Background: an optimization exercise with open tools, aiming at small area, a short achievable clock period and few clock cycles per item. Do not read the settings as production practice. Only simulation tests tie the RTL to the original design; equivalence was not proved. No activity file was given, so power comes from the tool's default toggle rates.

Setup of run A:
## prs_decoder
module prs_decoder (
    input  wire        clk,
    input  wire        rst,           
    input  wire        in_valid,
    output wire        in_ready,
    input  wire [31:0] in_data,
    output wire        out_valid,
    input  wire        out_ready,
    output wire [14:0] out_sample,
    output wire        out_last
);
Size in the first run: roughly 2000 cells after synthesis, roughly 190 flip-flops, roughly 54 I/O pins, ~19000 µm² of cells after synthesis.
==> flow/config.mk <==
export PLATFORM = sky130hd
export DESIGN_NAME = prs_decoder
export DESIGN_NICKNAME = prs_decoder
export VERILOG_FILES = /design/flow/design.v
export SDC_FILE = /design/flow/constraint.sdc
export NUM_CORES = 4
export LEC_CHECK = 0
export CAP_MARGIN = 20
export CORE_MARGIN = 2
export CORE_UTILIZATION = 40
export SLEW_MARGIN = 20
==> flow/constraint.sdc <==
create_clock -name core_clock -period 20.0 [get_ports {clk}]
set_input_delay 4.0000 -clock core_clock [delete_from_list [all_inputs] [get_ports {clk}]]
set_output_delay 4.0000 -clock core_clock [all_outputs]
set_load 0.01 [all_outputs]
standard.sh (not shown) runs the stock make flow with config.mk's settings and CLKGATE_MAP_FILE= SYNTH_SCRIPT=/design/flow/synth_recipe.tcl, a recipe that flattens the netlist after the stock synthesis.
==> flow/flow/run.sh <==
#!/bin/bash
# The standard layout, with repair_timing asked to leave 14.2 ns of setup slack
# at the design's clock (and free to resize cells to other footprints), which
# shortens the critical path of the layout.
set -uo pipefail
bash standard.sh SETUP_SLACK_MARGIN=14.2 MATCH_CELL_FOOTPRINT=0 finish > make.log 2>&1
The flow did not stop early for run A: all stages ran, and the layout cleared the timing, design-rule and antenna checks.
Testbench counts of run A, summed over its fixed seeds: cycles 17,368, blocks 512.
Relative to run A, the following input files were edited for run B:
==> flow/run.sh (new file) <==
#!/bin/bash
# synth_recipe.tcl (not shown) runs the flow's synth.tcl, then flattens the netlist and writes it again
# the make line also repeats each setting of config.mk as NAME=value (left out here)
make -C /OpenROAD-flow-scripts/flow DESIGN_CONFIG=/design/flow/config.mk WORK_HOME=/design/flow/orfs CLKGATE_MAP_FILE= SYNTH_SCRIPT=/design/flow/synth_recipe.tcl finish
removed: flow/flow/run.sh
removed: flow/standard.sh
==> summary.txt <==
Every stage of the flow completed for run B, and the final layout passed the timing, design-rule and antenna checks. Diff run B..run A | post-route clock skew | negligible. Run B vs run A — net switching power dropped slightly. Slack of the critical path on run B is down relative to run A. Comparing run A and run B, the higher wire length of the first global-routing pass is on run A. Between run B and run A, it is run B whose share of total power in the clock network is higher, by 0.3 points.

========
## job 2148
The RTL this note starts from:
==> flow/design.v <==
module prs_decoder (
    input  wire        clk,
    input  wire        rst,           
    input  wire        in_valid,
    output wire        in_ready,
    input  wire [31:0] in_data,
    output wire        out_valid,
    input  wire        out_ready,
    output wire [14:0] out_sample,
    output wire        out_last
);
    integer i;
    reg  [3:0]  bw;             
    reg         nxt_v;
    reg  [3:0]  nK;
    reg  [2:0]  nes;            
    reg         nsgn;
    reg  [31:0] B0, B1;         
    reg         B0v, B1v;
    reg         in_rdy;
    wire exp_ctrl  = (bw == 4'd0);
    assign in_ready = in_rdy;
    wire in_fire   = in_valid && in_rdy;
    wire ctrl_fire = in_fire && exp_ctrl;
    wire body_fire = in_fire && !exp_ctrl;
    wire [31:0] in_s;
    genvar gi;
    generate
        for (gi = 0; gi < 32; gi = gi + 1) begin : g_ord
            assign in_s[gi] = in_data[8 * (gi / 8) + 7 - (gi % 8)];
        end
    endgenerate
    reg         cur_v;
    reg  [3:0]  K;
    reg  [2:0]  es;
    reg         sgn;
    reg  [4:0]  idx;            
    reg  [4:0]  ptr;            
    reg  [15:0] lacc;           
    reg         chk;            
    wire        rawblk  = (K == 4'd15);
    wire        rawmode = rawblk || (idx[4:1] == 4'd0);
    wire        last    = (idx == 5'd31);
    wire [63:0] cbuf = {B1, B0};
    wire [21:0] w    = cbuf >> ptr;           
    reg  [21:0] wr;                            
    always @(*) for (i = 0; i < 22; i = i + 1) wr[i] = w[21 - i];
    reg  [8:0]  th;
    always @(*) begin
        th[0] = 1'b1;
        for (i = 1; i < 9; i = i + 1) th[i] = th[i - 1] & w[i - 1];
    end
    wire        all8 = th[8];
    reg  [2:0]  L;
    always @(*) begin
        casez (w[6:0])
            7'b??????0: L = 3'd0;
            7'b?????01: L = 3'd1;
            7'b????011: L = 3'd2;
            7'b???0111: L = 3'd3;
            7'b??01111: L = 3'd4;
            7'b?011111: L = 3'd5;
            7'b0111111: L = 3'd6;
            default:    L = 3'd7;
        endcase
    end
    wire        chunk = !rawmode && all8;
    wire [4:0]  sh    = 5'd21 - {1'b0, K} - {2'b00, L};
    reg  [13:0] maskK;
    always @(*) for (i = 0; i < 14; i = i + 1) maskK[i] = (i < K);
    wire [21:0] wsh   = wr >> sh;
    wire [13:0] low   = wsh[13:0] & maskK;
    wire [15:0] u     = lacc | ({13'd0, L} << K) | {2'b00, low};
    wire [14:0] rawval = sgn ? wr[21:7] : {1'b0, wr[21:8]};
    wire [5:0]  ptrW  = {1'b0, ptr} + (sgn ? 6'd15 : 6'd14);
    wire [5:0]  ptr8  = {1'b0, ptr} + 6'd8;
    wire [5:0]  ptrK1 = {1'b0, ptr} + {2'b00, K} + 6'd1;
    wire [4:0]  ptrR  = ptrK1[4:0] + {2'b00, L};
    reg         rc_cross, rc_over;
    always @(*) begin
        rc_cross = ptrK1[5];
        rc_over  = ptrK1[5] && (ptrK1[4:0] != 5'd0 || th[1]);
        for (i = 1; i < 8; i = i + 1) begin
            if (ptrK1 == 6'd32 - i) rc_cross = th[i];
            if (ptrK1 == 6'd33 - i) rc_over  = th[i];
        end
    end
    wire        crs = rawmode ? ptrW[5] : chunk ? ptr8[5] : rc_cross;
    wire        over  = rawmode ? (ptrW > 6'd32) : rc_over;
    wire [4:0]  pnext = rawmode ? ptrW[4:0] : chunk ? ptr8[4:0] : ptrR;
    wire        ffit  = rawmode ? !ptrW[5] || ptrW == 6'd32
                                : ({1'b0, ptr} + {2'b00, K} <= 6'd24);
    wire        efit  = rawmode ? (ptrW <= 6'd32) : chunk ? (ptr8 <= 6'd32) : !rc_over;
    reg         d_v, d_raw, d_last, d_sgn;
    reg  [2:0]  d_es;
    reg  [15:0] d_val;
    reg         q_v, q_raw, q_last, q_sgn, q_e0;
    reg  [16:0] q_val;
    reg  [1:0]  npend;
    reg         last1, last0;
    reg  [14:0] xr1, xr0;
    wire r_go   = q_v && !npend[1];
    wire q_free = !q_v || r_go;
    wire d_mov  = d_v && q_free;
    wire d_free = !d_v || q_free;
    wire xfer   = (npend != 2'd0) && out_ready;
    wire go     = d_free && cur_v && B0v && (B1v || ffit || chk);
    wire dec    = go && !chunk;
    wire bend   = dec && last;
    wire take   = nxt_v && (!cur_v || bend);
    wire drop1 = go && (crs || bend);
    wire drop2 = bend && over;
    wire [3:0] bw_n   = ctrl_fire ? (in_data[5:2] + {3'd0, |in_data[1:0]})
                      : body_fire ? bw - 4'd1 : bw;
    wire       nxt_vn = ctrl_fire || (nxt_v && !take);
    wire       B0v_n  = drop2 ? body_fire
                      : drop1 ? (B1v || body_fire)
                      : (B0v || body_fire);
    wire       B1v_n  = drop2 ? 1'b0
                      : drop1 ? (B1v && body_fire)
                      : (B1v || (B0v && body_fire));
    always @(posedge clk) begin
        if (rst) begin
            bw     <= 4'd0;
            nxt_v  <= 1'b0;
            in_rdy <= 1'b0;
            B0v    <= 1'b0;
            B1v    <= 1'b0;
            cur_v  <= 1'b0;
            idx    <= 5'd0;
            ptr    <= 5'd0;
            lacc   <= 16'd0;
            chk    <= 1'b0;
            d_v    <= 1'b0;
            q_v    <= 1'b0;
            npend  <= 2'd0;
        end else begin
            bw     <= bw_n;
            nxt_v  <= nxt_vn;
            B0v    <= B0v_n;
            B1v    <= B1v_n;
            in_rdy <= (ctrl_fire ? 1'b0 : body_fire ? (bw == 4'd1) : exp_ctrl) ? !nxt_vn : !B1v_n;
            chk    <= !go && cur_v && B0v && efit;
            if (take) begin
                cur_v <= 1'b1;
            end else if (bend) begin
                cur_v <= 1'b0;
            end
            if (go) begin
                if (bend)
                    ptr <= 5'd0;
                else
                    ptr <= pnext;
                if (chunk)
                    lacc <= lacc + (16'd8 << K);
                else
                    lacc <= 16'd0;
                if (dec)
                    idx <= idx + 5'd1;
            end
            if (dec)
                d_v <= 1'b1;
            else if (d_mov)
                d_v <= 1'b0;
            if (d_mov)
                q_v <= 1'b1;
            else if (r_go)
                q_v <= 1'b0;
            npend <= npend + {1'b0, r_go} - {1'b0, xfer};
        end
        if (!nxt_v) begin
            nK   <= in_data[31:28];
            nes  <= in_data[24] ? 3'd0 : in_data[27:25];
            nsgn <= (in_data[19:16] == 4'd14);
        end
        if (take) begin
            K   <= nK;
            es  <= nes;
            sgn <= nsgn;
        end
        if (drop2 || (drop1 && !B1v) || !B0v)
            B0 <= in_s;
        else if (drop1)
            B0 <= B1;
        if (drop1 || !B1v)
            B1 <= in_s;
        if (dec) begin
            d_raw  <= rawmode;
            d_last <= last;
            d_sgn  <= sgn;
            d_es   <= es;
            d_val  <= rawmode ? {1'b0, rawval} : u;
        end
        if (d_mov) begin
            q_raw  <= d_raw;
            q_last <= d_last;
            q_sgn  <= d_sgn;
            q_e0   <= (d_es == 3'd0);
            q_val  <= d_raw ? {2'b00, d_val[14:0]} : qs;
        end
        if (r_go) begin
            last1 <= q_last;
            last0 <= last1;
            xr1   <= xr_n;
            xr0   <= xr1;
        end
    end
    wire [16:0] qd = {1'b0, d_val[15:1]} ^ {17{d_val[0]}};
    wire [16:0] qs = (d_es == 3'd0) ? qd : qd + (qd << d_es);
    function automatic [14:0] clampv(input [16:0] v, input s, input e_0);
        reg hi_x, lo_x;
        begin
            hi_x = (!v[16] && v[15:14] != 2'b00) || (!e_0 && v == 17'h03FFF);
            if (s)
                lo_x = (v[16] && v[15:14] != 2'b11) || v == 17'h1C000 || (!e_0 && v == 17'h1C001);
            else
                lo_x = v[16];
            if (hi_x)
                clampv = e_0 ? 15'h3FFF : 15'h3FFE;
            else if (lo_x)
                clampv = s ? (e_0 ? 15'h4001 : 15'h4002) : 15'h0000;
            else
                clampv = v[14:0];
        end
    endfunction
    wire [16:0] x1e  = {{2{xr1[14]}}, xr1};
    wire [16:0] x0e  = {{2{xr0[14]}}, xr0};
    wire [16:0] pr   = (x1e << 1) - x0e;
    wire [16:0] csa_s = (x1e << 1) ^ ~x0e ^ q_val;
    wire [16:0] csa_c = ((((x1e << 1) & ~x0e) | ((x1e << 1) & q_val) | (~x0e & q_val)) << 1) | 17'd1;
    wire [16:0] sA   = csa_s + csa_c;
    wire [16:0] hiv  = q_e0 ? 17'h03FFF : 17'h03FFE;
    wire [16:0] lov  = q_sgn ? (q_e0 ? 17'h1C001 : 17'h1C002) : 17'h00000;
    wire [16:0] sH   = hiv + q_val;
    wire [16:0] sL   = lov + q_val;
    wire        pr_hi = (!pr[16] && pr[15:14] != 2'b00) || (!q_e0 && pr == 17'h03FFF);
    wire        pr_lo = q_sgn ? ((pr[16] && pr[15:14] != 2'b11) || pr == 17'h1C000 || (!q_e0 && pr == 17'h1C001))
                              : pr[16];
    wire [14:0] xr_n = q_raw ? q_val[14:0]
                     : pr_hi ? clampv(sH, q_sgn, q_e0)
                     : pr_lo ? clampv(sL, q_sgn, q_e0)
                     : clampv(sA, q_sgn, q_e0);
    assign out_valid  = (npend != 2'd0);
    assign out_sample = npend[1] ? xr0 : xr1;
    assign out_last   = npend[1] ? last0 : last1;
endmodule
==> flow/config.mk <==
export PLATFORM = sky130hd
export DESIGN_NAME = prs_decoder
export DESIGN_NICKNAME = prs_decoder
export VERILOG_FILES = /design/flow/design.v
export SDC_FILE = /design/flow/constraint.sdc
export NUM_CORES = 4
export LEC_CHECK = 0
export CAP_MARGIN = 20
export CORE_MARGIN = 2
export CORE_UTILIZATION = 40
export SLEW_MARGIN = 20
==> flow/constraint.sdc <==
create_clock -name core_clock -period 20.0 [get_ports {clk}]
set_input_delay 4.0000 -clock core_clock [delete_from_list [all_inputs] [get_ports {clk}]]
set_output_delay 4.0000 -clock core_clock [all_outputs]
set_load 0.01 [all_outputs]
==> flow/flow/run.sh <==
#!/bin/bash
# The standard layout, with two changes to how it is made:
# - repair_timing is asked to leave 15 ns of setup slack at the design's
#   clock (and may resize cells to other footprints), which shortens the
#   layout's critical path;
# - every input and output port still gets a buffer, but a plain buf_2
#   instead of the slower delay buffer buffer_ports picks by default.
set -uo pipefail
bash standard.sh SETUP_SLACK_MARGIN=15 MATCH_CELL_FOOTPRINT=0 \
  "BUFFER_PORTS_ARGS=-buffer_cell sky130_fd_sc_hd__buf_2" finish > make.log 2>&1
Job 2148: full flow OK, the timing, design-rule and antenna checks passed
Testbench counts of job 2148, summed over its fixed seeds: cycles 17,368, blocks 512.
#### Input delta (job 7054 over job 2148)
==> flow/flow/run.sh <==
#!/bin/bash
# The standard layout, with repair_timing asked to leave 14 ns of setup slack
# at the design's clock, which shortens the critical path of the layout.
set -uo pipefail
bash standard.sh SETUP_SLACK_MARGIN=14 finish > make.log 2>&1
==> summary.txt <==
Floorplan core area: job 7054 vs job 2148 identical. Relative to job 2148, the arrival time at the worst endpoint of job 7054 is higher by 0.38 ns. Job 7054 has non-clock buffer count below what job 2148 had. The area growth from synthesis to layout in job 7054 sits 5.3 points below the value recorded for job 2148. The standard cells in job 7054 occupy less silicon area than those in job 2148 do.
The inputs of job 4738 differ from those of job 7054 as listed below.
- changing CORE_UTILIZATION from 40 to 60
==> flow/flow/run.sh <==
#!/bin/bash
# The standard layout, with repair_timing asked to leave 14.5 ns of setup slack
# at the design's clock (and free to resize cells to other footprints), which
# shortens the critical path of the layout.
set -uo pipefail
bash standard.sh SETUP_SLACK_MARGIN=14.5 MATCH_CELL_FOOTPRINT=0 finish > make.log 2>&1
### Flow results
- Diff job 7054 -> job 4738: count of clock-buffer cells in the layout picked up an extra 4, count of non-filler cells in the finished layout shrank by about 7%, slew at the pin with the worst max-slew slack saw an increase.

## static timing again, ports no longer ideal
The flow's constraints put no driver on any port. The routed layouts listed below were extracted and timed again, unchanged, in two steps.
Step 1 sets driving cells, clkbuf_16 on the clock port and buf_2 on the other inputs (assumed; they add their load-dependent delay and slew).
Step 2 times the ports against the registers' clock, not the clock port: input delays grow and output delays shrink by t, the midpoint of the rising clock arrivals with the driver on.
a / b / c = ideal ports / drivers / drivers and shift; a / b = the first two.
| run | t (ns) | setup slack, ns | slew at the worst register clock pin (ns) |
|---|---|---|---|
| run A | 0.514 | 14.250 / 14.195 / 13.994 | 0.09 / 0.09 |
| run B | 0.512 | 13.682 / 13.682 / 13.682 | 0.09 / 0.09 |
| job 2148 | 0.535 | 14.480 / 14.425 / 14.483 | 0.08 / 0.08 |
| job 7054 | 0.514 | 14.105 / 14.050 / 13.985 | 0.09 / 0.09 |
| job 4738 | 0.516 | 14.413 / 14.355 / 14.199 | 0.09 / 0.09 |
After both steps setup and hold are still met in every run listed. The setup slack of run A, which loses most, moves by -0.055 ns with the drivers and by -0.256 ns with both steps.
